This is an optimization exercise on Yosys and OpenROAD, whose aim is small area and a short achievable clock period, not a production implementation. Only simulation tests tie the RTL to the original design; equivalence was not proved. No driver is modelled on the clock port, so clocking that relies on it looks cheaper here than on a real chip. Power and IR drop assume default switching activity.

== run 1 ==
Design mce_core, start of the top module:
module mce_core (
    input  wire         clk,
    input  wire         rst,             
    input  wire         arm,             
    input  wire         stop,            
    input  wire         issue_en,        
    input  wire [13:0]  start_addr,
    input  wire [39:0]  start_va,
    input  wire [14:0]  cslen,
    input  wire [79:0]  cdm,             
    input  wire [255:0] lreg,            
    input  wire [15:1]  cmap_latch,      
    input  wire         hflag,
    input  wire         lclr,
    input  wire [15:1]  cond_in,
    input  wire         fail_any_in,
    input  wire         fail_all_in,
    output wire [13:0]  cs_addr,
    input  wire [159:0] cs_word,
    output wire [11:0]  vtt_idx,
    input  wire [39:0]  vtt_data,
    output wire         issue_valid,
    output wire [39:0]  issue_va,
    output wire [5:0]   issue_tset,
    output wire [3:0]   issue_lset,
    output wire [2:0]   issue_thr,
  ...
Size: roughly 1800 flip-flops, about 0.087 mm2 of cells after synthesis.
export LEC_CHECK = 0
export CAP_MARGIN = 30
export CORE_MARGIN = 2
export CORE_UTILIZATION = 40
export SLEW_MARGIN = 30
export SYNTH_HIERARCHICAL = 1
export TNS_END_PERCENT = 0
create_clock -name core_clock -period 15.0 [get_ports {clk}]
standard.sh (not shown) runs the stock make flow with config.mk's settings and CLKGATE_MAP_FILE= SYNTH_SCRIPT=/design/flow/synth_recipe.tcl, a recipe that flattens the netlist after the stock synthesis.
==> flow/flow/run.sh <==
#!/bin/bash
# Standard layout (the standard.sh) with these changes to how it is made:
#  - synthesis: the standard flow's script, but the top module mce_core, whose logic is
#    not timing-critical, is mapped by ABC for area (synth_own.tcl); the
#    critical submodules keep ORFS's speed mapping;
#  - port buffers use the smallest buffer cell;
#  - after placement, drive-1 gates on nets longer than 150 um get their
#    drive-2 variant (post_resize.tcl);
#  - timing repair aims for more setup slack than the clock period needs,
#    and runs twice more after CTS and after global routing (post_cts.tcl,
#    post_grt.tcl), since one call stops short of what it can reach;
#  - clock tree: larger sink clusters, no dummy loads.
# Each tool's full output stays in its own log under orfs/logs/; make's output
# goes to flow_make.log in this folder.
set -euo pipefail
export OWN_FLOW_DIR="$PWD/flow"
export OWN_AREA_MODULES="mce_core"
bash standard.sh \
  "SYNTH_SCRIPT=$PWD/flow/synth_own.tcl" \
  "BUFFER_PORTS_ARGS=-buffer_cell sky130_fd_sc_hd__buf_1" \
  SETUP_SLACK_MARGIN=8 \
  "POST_RESIZE_TCL=$PWD/flow/post_resize.tcl" \
  "POST_CTS_TCL=$PWD/flow/post_cts.tcl" \
  "POST_GLOBAL_ROUTE_TCL=$PWD/flow/post_grt.tcl" \
  "CTS_ARGS=-sink_clustering_enable -repair_clock_nets -dont_use_dummy_load -sink_clustering_size 24 -sink_clustering_max_diameter 100" \
  finish > flow_make.log 2>&1
==> flow/flow/abc_area.script <==
&get -n
&st
&dch -f
&nf -R 1000 -p -C 32 -F 10
&st
&syn2
&dch -f
&nf -R 1000 -p -C 32 -F 10
&st
&dch -f
&nf -R 1000 -p -C 32 -F 10
&put
==> flow/flow/post_resize.tcl <==
# Weak drivers on long nets: a drive-1 gate whose net spans more than 150 um
# (half-perimeter of its pins) gets the drive-2 variant before CTS, so that
# timing repair starts from gates that can drive the wire.
set own_block [ord::get_db_block]
set own_dbu [$own_block getDbUnitsPerMicron]
set own_n 0
foreach own_net [$own_block getNets] {
  if {[$own_net getSigType] ne "SIGNAL"} { continue }
  set own_drv ""
  set xs {}
  set ys {}
  foreach own_it [$own_net getITerms] {
    if {[$own_it isOutputSignal]} { set own_drv [$own_it getInst] }
    lassign [$own_it getAvgXY] own_ok own_x own_y
    if {$own_ok} { lappend xs $own_x; lappend ys $own_y }
  }
  if {$own_drv eq "" || [llength $xs] < 2} { continue }
  set own_hpwl [expr {([tcl::mathfunc::max {*}$xs] - [tcl::mathfunc::min {*}$xs] + [tcl::mathfunc::max {*}$ys] - [tcl::mathfunc::min {*}$ys]) / double($own_dbu)}]
  if {$own_hpwl < 150} { continue }
  set own_cell [[$own_drv getMaster] getName]
  if {![regexp {^(sky130_fd_sc_hd__[a-z0-9]+)_[01]$} $own_cell -> own_base]} { continue }
  if {[string match "*buf*" $own_base] || [string match "*df*" $own_base]} { continue }
  set own_new [get_lib_cells -quiet */${own_base}_2]
  if {[llength $own_new] == 0} { continue }
  replace_cell [get_cells [$own_drv getName]] [get_name [lindex $own_new 0]]
  incr own_n
}
puts "post_resize: upsized $own_n weak drivers of long nets"
Other scripts of this flow, unchanged in this note and not shown: flow/flow/post_cts.tcl, flow/flow/post_grt.tcl, flow/flow/synth_own.tcl
Run 1 completed end to end with timing, DRC and antenna clean.
Inputs modified between run 1 and run 2:
diff --git a/flow/flow/run.sh b/flow/flow/run.sh
--- a/flow/flow/run.sh
+++ b/flow/flow/run.sh
@@ -6,7 +6,3 @@
 #  - port buffers use the smallest buffer cell;
-#  - after placement, drive-1 gates on nets longer than 150 um get their
-#    drive-2 variant (post_resize.tcl);
-#  - timing repair aims for more setup slack than the clock period needs,
-#    and runs twice more after CTS and after global routing (post_cts.tcl,
-#    post_grt.tcl), since one call stops short of what it can reach;
+#  - timing repair aims for more setup slack than the clock period needs;
 #  - clock tree: larger sink clusters, no dummy loads.
@@ -21,3 +17,2 @@
   SETUP_SLACK_MARGIN=8 \
-  "POST_RESIZE_TCL=$PWD/flow/post_resize.tcl" \
   "POST_CTS_TCL=$PWD/flow/post_cts.tcl" \
==> flow/flow/abc_area.script <==
&get -n
&st
&dch
&nf -R 1000
&st
&syn2
&dch
&nf -R 1000
&put
removed: flow/flow/post_resize.tcl
==> comparison <==
- Status | run 1 and run 2 | clean
- Critical path depth was higher in run 1 than in run 2.
- Against run 1, final cell count without fillers in run 2 rose by a few percent.
- Number of nets in the layout in run 2 vs run 1: up 559
- Run 2: wire length of the first global-routing pass is 1.9% higher than what run 1 reported.
- Total power was lower in the run labelled run 1.
- Compared with run 1, run 2 shows a lower arrival time at the worst endpoint.
- Diff run 1 -> run 2: number of diodes -14, pre-CTS setup slack -41 ps.
- Between run 1 and run 2, the worst hold slack figures differ only marginally.
- Looking at run 1 and run 2, the fraction of area in clock buffers and inverters is a wash.
The inputs of run 3 differ from those of run 2 as listed below.
diff --git a/flow/flow/run.sh b/flow/flow/run.sh
--- a/flow/flow/run.sh
+++ b/flow/flow/run.sh
@@ -7,2 +7,5 @@
 #  - timing repair aims for more setup slack than the clock period needs;
+#    it also runs once right after placement (post_resize.tcl) and twice
+#    more after CTS and after global routing (post_cts.tcl, post_grt.tcl),
+#    since one call stops short of what it can reach;
 #  - clock tree: larger sink clusters, no dummy loads.
@@ -13,2 +16,3 @@
 export OWN_AREA_MODULES="mce_core"
+export OWN_SETUP_MARGIN=8
 bash standard.sh \
@@ -16,3 +20,4 @@
   "BUFFER_PORTS_ARGS=-buffer_cell sky130_fd_sc_hd__buf_1" \
-  SETUP_SLACK_MARGIN=8 \
+  "SETUP_SLACK_MARGIN=$OWN_SETUP_MARGIN" \
+  "POST_RESIZE_TCL=$PWD/flow/post_resize.tcl" \
   "POST_CTS_TCL=$PWD/flow/post_cts.tcl" \
==> flow/flow/post_resize.tcl (new file) <==
# Setup repair already after placement (ORFS's first repair_timing call comes
# only after CTS); detailed placement legalizes the result next. The place
# stage does not see SETUP_SLACK_MARGIN, so run.sh passes it as
# OWN_SETUP_MARGIN.
estimate_parasitics -placement
repair_timing -setup -setup_margin $::env(OWN_SETUP_MARGIN) -repair_tns 0 -verbose
[summary]
Run 3 completed; timing, DRC and antenna clean. For global-route usage, run 3 and run 2 come out practically identical. On met1 track demand over resource, run 2 and run 3 are neck and neck. Proportion of power drawn by combinational gates: run 2 and run 3 compared, higher one is run 3. Relative to run 2, clock network fraction of design power decreased by 0.2 points in run 3. Re least setup slack across all paths after layout: run 2 and run 3 aren't equal, and the higher value belongs to run 2. Summary — post-route minimum period, run 3 relative to run 2: higher, by 24 ps. Going from run 2 to run 3, number of antenna cells inserted shrinks by 27%.
The following lists how run 4 was set up differently from run 3:
diff --git a/flow/flow/run.sh b/flow/flow/run.sh
--- a/flow/flow/run.sh
+++ b/flow/flow/run.sh
@@ -6,6 +6,5 @@
 #  - port buffers use the smallest buffer cell;
-#  - timing repair aims for more setup slack than the clock period needs;
-#    it also runs once right after placement (post_resize.tcl) and twice
-#    more after CTS and after global routing (post_cts.tcl, post_grt.tcl),
-#    since one call stops short of what it can reach;
+#  - timing repair aims for more setup slack than the clock period needs,
+#    and runs twice more after CTS and after global routing (post_cts.tcl,
+#    post_grt.tcl), since one call stops short of what it can reach;
 #  - clock tree: larger sink clusters, no dummy loads.
@@ -16,3 +15,2 @@
 export OWN_AREA_MODULES="mce_core"
-export OWN_SETUP_MARGIN=8
 bash standard.sh \
@@ -20,4 +18,3 @@
   "BUFFER_PORTS_ARGS=-buffer_cell sky130_fd_sc_hd__buf_1" \
-  "SETUP_SLACK_MARGIN=$OWN_SETUP_MARGIN" \
-  "POST_RESIZE_TCL=$PWD/flow/post_resize.tcl" \
+  SETUP_SLACK_MARGIN=8 \
   "POST_CTS_TCL=$PWD/flow/post_cts.tcl" \
==> flow/flow/abc_area.script <==
&get -n
&st
&dch -f
&nf -R 1000 -p -C 32 -F 10
&st
&syn2
&dch -f
&nf -R 1000 -p -C 32 -F 10
&st
&syn2
&dch -f
&nf -R 1000 -p -C 32 -F 10
&st
&dch -f
&nf -R 1000 -p -C 32 -F 10
&put
removed: flow/flow/post_resize.tcl
- Run 4 — area of the core 0.0047 mm2 lower, run 3 as reference
- Run 3 → run 4: logic depth of the worst register-to-register path increased by 5 relative to the old numbers, clock-buffer cell count decreased by 5.2% relative to the old numbers, final cell area excluding filler cells decreased by about 3.4% relative to the old numbers, die area decreased by about 2% relative to the old numbers.
- Comparing run 3 and run 4, fraction of synthesized cell area in xor and xnor cells is higher on run 3.
- Run 4 vs run 3 — fmax dropped 2.6%.
- Run 4 reports a lower final worst slack than run 3 does.

-- afterwards: timing with drivers on the ports --
Ports are ideal in the flow. The routed layouts listed here were re-timed in OpenROAD.
Step 1 sets driving cells, clkbuf_16 on the clock port and buf_2 on the other inputs (assumed; they add their load-dependent delay and slew).
Step 2 times the ports against the registers' clock, not the clock port: input delays grow and output delays shrink by t, the midpoint of the rising clock arrivals with the driver on.
Three values: ideal ports, drivers, drivers and shift; two values: the first two.
| run | shift t [ns] | setup slack, ns | worst register clock-pin slew, ns |
|---|---|---|---|
| run 1 | 0.837 | 5.322 / 5.206 / 5.040 | 0.11 / 0.11 |
| run 2 | 0.857 | 5.498 / 5.460 / 4.904 | 0.11 / 0.11 |
| run 3 | 0.843 | 5.474 / 5.414 / 4.694 | 0.11 / 0.11 |
| run 4 | 0.826 | 5.219 / 5.190 / 4.781 | 0.11 / 0.11 |
After both steps setup and hold are still met in every run listed. The setup slack of run 3, which loses most, moves by -0.060 ns with the drivers and by -0.780 ns with both steps.
